Background: an optimization exercise with open tools, aiming at small area and few clock cycles per item. Do not read the settings as production practice.
Where RTL was checked, it was by simulation tests only, not by an equivalence proof against the original.
Power is estimated from default activity; no workload was simulated.

==> build 66: inputs <==
==> flow/design.v (excerpt) <==
module rs_c3_enc (
    input  wire        clk,
    input  wire        rst,
    input  wire        in_valid,
    output wire        in_ready,
    input  wire [15:0] in_data,
    output wire        out_valid,
    input  wire        out_ready,
    output wire [15:0] out_data,
    output wire        out_last
);
    localparam integer K    = 240;
    localparam integer NPAR = 16;
    reg [15:0] q [1:NPAR-1];
    reg [15:0] fbd;
    reg        emitting;    
    reg        flushing;    
    reg [7:0]  in_cnt;
    reg [3:0]  out_cnt;
    wire [15:0] gp [0:NPAR-1];
    wire x0 = fbd[8] ^ fbd[15];
    wire x1 = fbd[9] ^ fbd[14];
    wire x2 = fbd[3] ^ fbd[11];
    wire x3 = fbd[4] ^ fbd[12];
    wire x4 = fbd[0] ^ x1;
    wire x5 = fbd[10] ^ x0;
    wire x6 = fbd[8] ^ fbd[13];
    wire x7 = fbd[2] ^ fbd[14];
    wire x8 = fbd[5] ^ fbd[15];
    wire x9 = fbd[7] ^ x6;
    wire x10 = fbd[1] ^ fbd[6];
    wire x11 = x4 ^ x10;
    wire x12 = fbd[0] ^ x8;
    wire x13 = fbd[11] ^ x7;
    wire x14 = fbd[1] ^ x5;
    wire x15 = x3 ^ x11;
    wire x16 = fbd[6] ^ fbd[12];
    wire x17 = fbd[15] ^ x16;
    wire x18 = fbd[11] ^ fbd[14];
    wire x19 = x8 ^ x18;
    wire x20 = x3 ^ x7;
    wire x21 = fbd[10] ^ x20;
    wire x22 = x2 ^ x3;
    wire x23 = fbd[2] ^ x22;
    wire x24 = x2 ^ x6;
    wire x25 = x12 ^ x24;
    wire x26 = fbd[5] ^ fbd[11];
    wire x27 = x24 ^ x26;
    wire x28 = x11 ^ x27;
    wire x29 = fbd[4] ^ fbd[14];
    wire x30 = x5 ^ x29;
    wire x31 = x6 ^ x30;
    wire x32 = fbd[3] ^ fbd[12];
    wire x33 = x1 ^ x32;
    wire x34 = x0 ^ x33;
    wire x35 = fbd[1] ^ fbd[8];
    wire x36 = fbd[9] ^ x35;
    wire x37 = x24 ^ x36;
    wire x38 = fbd[0] ^ fbd[7];
    wire x39 = x20 ^ x38;
    wire x40 = x30 ^ x39;
    wire x41 = x32 ^ x35;
    wire x42 = x27 ^ x41;
    wire x43 = fbd[2] ^ fbd[5];
    wire x44 = fbd[13] ^ x38;
    wire x45 = x43 ^ x44;
    wire x46 = x14 ^ x45;
    wire x47 = x6 ^ x21;
    wire x48 = x11 ^ x13;
    wire x49 = x34 ^ x39;
    wire x50 = x34 ^ x45;
    wire x51 = x21 ^ x46;
    wire x52 = x20 ^ x24;
    wire x53 = x8 ^ x51;
    wire x54 = fbd[6] ^ x52;
  ...
clock: 4.0 ns
lec_check: 0
cap_margin: 20
core_margin: 2
core_utilization: 55
place_density: 0.7
slew_margin: 20
standard.sh (not shown) runs the stock make flow with config.mk's settings and CLKGATE_MAP_FILE= SYNTH_SCRIPT=/design/flow/synth_recipe.tcl, a recipe that flattens the netlist after the stock synthesis.
==> flow/flow/run.sh <==
#!/bin/bash
# The standard layout (standard.sh) with two changes:
#  - ABC maps the logic with a plain structural mapping (flow/abc.script), so
#    the XOR network written in the RTL is kept as it is;
#  - extra ORFS make variables from flow/extra.sh (placement/CTS options).
# Each tool's output goes to the ORFS logs under orfs/logs; make's own output
# goes to make.log.
set -euo pipefail
HERE=$(pwd)
cat > my_synth.tcl <<EOF
proc abc {args} {
  set i [lsearch -exact \$args -script]
  if {\$i >= 0} { set args [lreplace \$args [expr {\$i+1}] [expr {\$i+1}] $HERE/flow/abc.script] }
  yosys abc {*}\$args
}
source $HERE/synth_recipe.tcl
EOF
{
  cat flow/extra.sh
  sed -e "s#SYNTH_SCRIPT=[^ ]*#SYNTH_SCRIPT=$HERE/my_synth.tcl#" \
      -e 's#"\${@:-finish}"#"${EXTRA[@]}" "${@:-finish}"#' standard.sh
} > my_standard.sh
bash my_standard.sh > make.log 2>&1
==> flow/flow/abc.script <==
strash
map -a
==> flow/flow/extra.sh <==
EXTRA=("BUFFER_PORTS_ARGS=-buffer_cell sky130_fd_sc_hd__buf_2" "CTS_ARGS=-sink_clustering_enable -repair_clock_nets -dont_use_dummy_load")
==> trial 44 (differences from build 66) <==
==> flow/flow/extra.sh (replaced) <==
EXTRA=("BUFFER_PORTS_ARGS=-buffer_cell sky130_fd_sc_hd__buf_2" "CTS_ARGS=-sink_clustering_enable -repair_clock_nets -dont_use_dummy_load -buf_list sky130_fd_sc_hd__clkbuf_8 -root_buf sky130_fd_sc_hd__clkbuf_8")
==> results.json <==
{
  "power.share.clock_pct": 37.3,
  "status": "timing/DRC/antenna clean",
  "fin_cells": 1687,
  "firstDrtPassIters": 7,
  "drt-met1-wl_mm": 19.6,
  "clock_cell_area_share_pct": 3.68,
  "wirelength_mm": 46.0,
  "seqAreaFraction_pct": 46.3,
  "post-route-worst-setup-slack_ps": 125
}
(the above is from trial 44)
==> results.json <==
{
  "status": "timing/DRC/antenna clean",
  "clock_cell_area_share_pct": 4.20,
  "firstDrtPassIters": 5,
  "post-route-worst-setup-slack_ps": 104,
  "fin_cells": 1669,
  "power.share.clock_pct": 40.2,
  "wirelength_mm": 46.1,
  "seqAreaFraction_pct": 46.1
}
(the above is from build 66)
Function was not checked in any run of this note: the RTL went through the layout flow alone.

---

==> exp/sierra <==
Another version of the RTL of rs_c3_enc (not shown whole).
clock: 4.0 ns
lec_check: 0
cap_margin: 20
core_margin: 2
core_utilization: 55
place_density: 0.7
setup_slack_margin: 0.1
slew_margin: 20
==> flow/flow/run.sh <==
#!/bin/bash
# The standard layout (standard.sh) with two changes:
#  - ABC maps the logic with an area-oriented structural mapping (&nf) (flow/abc.script), so
#    the XOR network written in the RTL is kept as it is;
#  - extra ORFS make variables from flow/extra.sh (placement/CTS options).
# Each tool's output goes to the ORFS logs under orfs/logs; make's own output
# goes to make.log.
set -euo pipefail
HERE=$(pwd)
cat > my_synth.tcl <<EOF
proc abc {args} {
  set i [lsearch -exact \$args -script]
  if {\$i >= 0} { set args [lreplace \$args [expr {\$i+1}] [expr {\$i+1}] $HERE/flow/abc.script] }
  yosys abc {*}\$args
}
source $HERE/synth_recipe.tcl
EOF
{
  cat flow/extra.sh
  sed -e "s#SYNTH_SCRIPT=[^ ]*#SYNTH_SCRIPT=$HERE/my_synth.tcl#" \
      -e 's#"\${@:-finish}"#"${EXTRA[@]}" "${@:-finish}"#' standard.sh
} > my_standard.sh
bash my_standard.sh > make.log 2>&1
==> flow/flow/abc.script <==
&get -n
&st
&dch -f
&nf -R 1000
&put
==> flow/flow/extra.sh <==
EXTRA=("BUFFER_PORTS_ARGS=-buffer_cell sky130_fd_sc_hd__buf_1" "CTS_ARGS=-sink_clustering_enable -repair_clock_nets -dont_use_dummy_load -sink_clustering_size 20 -sink_clustering_max_diameter 100")
==> exp/zinc: changes against exp/sierra <==
--- a/flow/flow/run.sh
+++ b/flow/flow/run.sh
@@ -1,10 +1,10 @@
 #!/bin/bash
 # The standard layout (standard.sh) with two changes:
-#  - ABC maps the logic with an area-oriented structural mapping (&nf) (flow/abc.script), so
+#  - ABC maps the logic with a plain structural mapping (flow/abc.script), so
 #    the XOR network written in the RTL is kept as it is;
 #  - extra ORFS make variables from flow/extra.sh (placement/CTS options).
 # Each tool's output goes to the ORFS logs under orfs/logs; make's own output
 # goes to make.log.
 set -euo pipefail
 HERE=$(pwd)
 cat > my_synth.tcl <<EOF
==> flow/flow/abc.script (replaced) <==
strash
map -a
==> flow/flow/extra.sh (replaced) <==
EXTRA=("BUFFER_PORTS_ARGS=-buffer_cell sky130_fd_sc_hd__buf_1" "CTS_ARGS=-sink_clustering_enable -repair_clock_nets -dont_use_dummy_load -buf_list sky130_fd_sc_hd__clkbuf_8 -root_buf sky130_fd_sc_hd__clkbuf_8 -sink_clustering_size 14 -sink_clustering_max_diameter 100")
SETUP_SLACK_MARGIN = 0.2   (was 0.1)
==> exp/amber: changes against exp/sierra <==
--- a/flow/design.v
+++ b/flow/design.v
@@ -5,22 +5,20 @@
     output wire        in_ready,
     input  wire [15:0] in_data,
     output wire        out_valid,
     input  wire        out_ready,
     output wire [15:0] out_data,
     output wire        out_last
 );
-    localparam integer K    = 240;
     localparam integer NPAR = 16;
     reg [15:0] q [1:NPAR-1];
     reg [15:0] fbd;
-    reg        emitting;    
+    reg [7:0]  cnt;
     reg        flushing;    
-    reg [7:0]  in_cnt;
-    reg [3:0]  out_cnt;
+    wire       emitting = &cnt[7:4];
     wire [15:0] qn [1:NPAR-1];
     wire [15:0] top;
     wire x0 = fbd[8] ^ fbd[15];
     wire x1 = fbd[9] ^ fbd[14];
     wire x2 = fbd[3] ^ fbd[11];
     wire x3 = fbd[4] ^ fbd[12];
     wire x4 = fbd[0] ^ x1;
@@ -926,33 +924,19 @@
         if (en) begin
             fbd  <= fb;
             for (k = 1; k < NPAR; k = k + 1) q[k] <= qn[k];
         end
     end
     always @(posedge clk) begin
         if (rst) begin
-            emitting <= 1'b1;
+            cnt      <= 8'd240;
             flushing <= 1'b1;
-            in_cnt   <= 8'd0;
-            out_cnt  <= 4'd0;
-        end else if (take) begin
-            if (in_cnt == K - 1) begin
-                in_cnt   <= 8'd0;
-                emitting <= 1'b1;
-            end else begin
-                in_cnt <= in_cnt + 8'd1;
-            end
-        end else if (shift) begin
-            if (out_cnt == NPAR - 1) begin
-                out_cnt  <= 4'd0;
-                emitting <= 1'b0;
-                flushing <= 1'b0;
-            end else begin
-                out_cnt <= out_cnt + 4'd1;
-            end
+        end else if (en) begin
+            cnt <= cnt + 8'd1;
+            if (&cnt) flushing <= 1'b0;
         end
     end
     assign in_ready  = !emitting;
     assign out_valid = emitting && !flushing;
     assign out_data  = top;
-    assign out_last  = out_cnt == NPAR - 1;
+    assign out_last  = &cnt;
 endmodule
==> flow/flow/extra.sh (replaced) <==
EXTRA=("BUFFER_PORTS_ARGS=-buffer_cell sky130_fd_sc_hd__buf_1" "CTS_ARGS=-sink_clustering_enable -repair_clock_nets -dont_use_dummy_load -sink_clustering_size 24 -sink_clustering_max_diameter 120")
CORE_UTILIZATION = 60   (was 55)
PLACE_DENSITY = 0.75   (was 0.7)
SETUP_SLACK_MARGIN = not set   (was 0.1)
==> exp/ember: changes against exp/sierra <==
==> flow/flow/run.sh (replaced) <==
#!/bin/bash
# The standard layout (standard.sh) with two changes:
#  - the two-input XOR/XNOR gates are mapped straight to xor2_1/xnor2_1 cells
#    (flow/xormap.v) and ABC maps the rest with a plain structural mapping
#    (flow/abc.script), so the XOR network written in the RTL is kept as it is;
#  - extra ORFS make variables from flow/extra.sh (placement/CTS options).
# Each tool's output goes to the ORFS logs under orfs/logs; make's own output
# goes to make.log.
set -euo pipefail
HERE=$(pwd)
cat > my_synth.tcl <<EOF
proc abc {args} {
  yosys techmap -map $HERE/flow/xormap.v
  set i [lsearch -exact \$args -script]
  if {\$i >= 0} { set args [lreplace \$args [expr {\$i+1}] [expr {\$i+1}] $HERE/flow/abc.script] }
  yosys abc {*}\$args
}
source $HERE/synth_recipe.tcl
EOF
{
  cat flow/extra.sh
  sed -e "s#SYNTH_SCRIPT=[^ ]*#SYNTH_SCRIPT=$HERE/my_synth.tcl#" \
      -e 's#"\${@:-finish}"#"${EXTRA[@]}" "${@:-finish}"#' standard.sh
} > my_standard.sh
bash my_standard.sh > make.log 2>&1
==> flow/flow/abc.script (replaced) <==
strash
map -a
==> flow/flow/extra.sh (replaced) <==
EXTRA=("BUFFER_PORTS_ARGS=-buffer_cell sky130_fd_sc_hd__buf_2" "CTS_ARGS=-sink_clustering_enable -repair_clock_nets -dont_use_dummy_load -buf_list sky130_fd_sc_hd__clkbuf_8 -root_buf sky130_fd_sc_hd__clkbuf_8")
==> flow/flow/xormap.v (new file) <==
// Map Yosys's two-input XOR/XNOR gates straight to library cells, so that
// the XOR network written in the RTL reaches the layout gate for gate.
module \$_XOR_ (input A, input B, output Y);
  sky130_fd_sc_hd__xor2_1 _TECHMAP_REPLACE_ (.A(A), .B(B), .X(Y));
endmodule
module \$_XNOR_ (input A, input B, output Y);
  sky130_fd_sc_hd__xnor2_1 _TECHMAP_REPLACE_ (.A(A), .B(B), .Y(Y));
endmodule
SETUP_SLACK_MARGIN = not set   (was 0.1)
==> summary.txt <==
metric                                                               exp/ember                exp/sierra                 exp/amber                 exp/zinc
Minimum setup slack in the final design                              0.0956 ns                  0.137 ns                  0.172 ns                 0.241 ns
Met2 capacity usage during global routing                                0.509                     0.506                     0.559                    0.532
Total number of vias                                                      8919                      8249                      8069                     9191
Hold WS                                                               0.483 ns                  0.496 ns                  0.459 ns                 0.484 ns
Iteration-0 DRC count of the detailed router                              1135                      1195                      1030                     1385
Wire length of the first global-routing pass                           62.8 mm                   59.8 mm                   58.0 mm                  65.4 mm
Number of ordinary inverters in the final layout                            37                         1                         3                       43
Switching fraction of total power                                        0.217                     0.208                     0.218                    0.223
Netlist Area Pre-Place                                              0.0146 mm2                0.0142 mm2                0.0140 mm2               0.0146 mm2
Non-clock buffer count                                                     202                       151                       144                      209
Transition time at the pin with the least slew margin                  1.08 ns                  0.953 ns                   1.11 ns                 0.885 ns
Effective utilization at floorplan                                       0.559                     0.562                     0.614                    0.560
Status                                                timing/DRC/antenna clean  timing/DRC/antenna clean  timing/DRC/antenna clean  timing/DRC/antenna clean
End-of-flow core utilization                                             0.656                     0.638                     0.689                    0.648
Commonest non-fill, non-tap cell in the layout         sky130_fd_sc_hd__xor2_1  sky130_fd_sc_hd__xnor2_1  sky130_fd_sc_hd__xnor2_1  sky130_fd_sc_hd__xor2_1
Testbench counts of exp/sierra, summed over its fixed seeds: cycles 49,280, words 192.
Testbench counts of exp/zinc, summed over its fixed seeds: cycles 49,280, words 192.
Testbench counts of exp/amber, summed over its fixed seeds: cycles 49,280, words 192.
Testbench counts of exp/ember, summed over its fixed seeds: cycles 49,280, words 192.

-- what the ideal ports hide --
In the flow no input, the clock included, has a driving cell. The finished layouts below were timed again as built, in two steps.
Step 1: set_driving_cell puts a clkbuf_16 on clk and a buf_2 on each other input, an assumption about the parent block.
Step 2 moves the port delays by t, midway between the first and last clock arrival at a register: inputs arrive t later, outputs are due t later. That takes back most of the time a late clock gives input paths.
a / b / c = ideal / step 1 / step 2; a / b = the first two.
| run | t, ns | slack for setup (ns) | slew at the worst register clock pin (ns) |
|---|---|---|---|
| build 66 | 0.601 | 0.104 / 0.052 / 0.214 | 0.07 / 0.07 |
| trial 44 | 0.594 | 0.125 / 0.075 / 0.141 | 0.06 / 0.06 |
| exp/sierra | 0.556 | 0.137 / 0.120 / 0.137 | 0.10 / 0.10 |
| exp/zinc | 0.604 | 0.241 / 0.194 / 0.279 | 0.11 / 0.11 |
| exp/amber | 0.518 | 0.172 / 0.124 / 0.215 | 0.10 / 0.10 |
| exp/ember | 0.593 | 0.096 / 0.047 / 0.119 | 0.06 / 0.06 |
After both steps setup and hold are still met in every run listed.
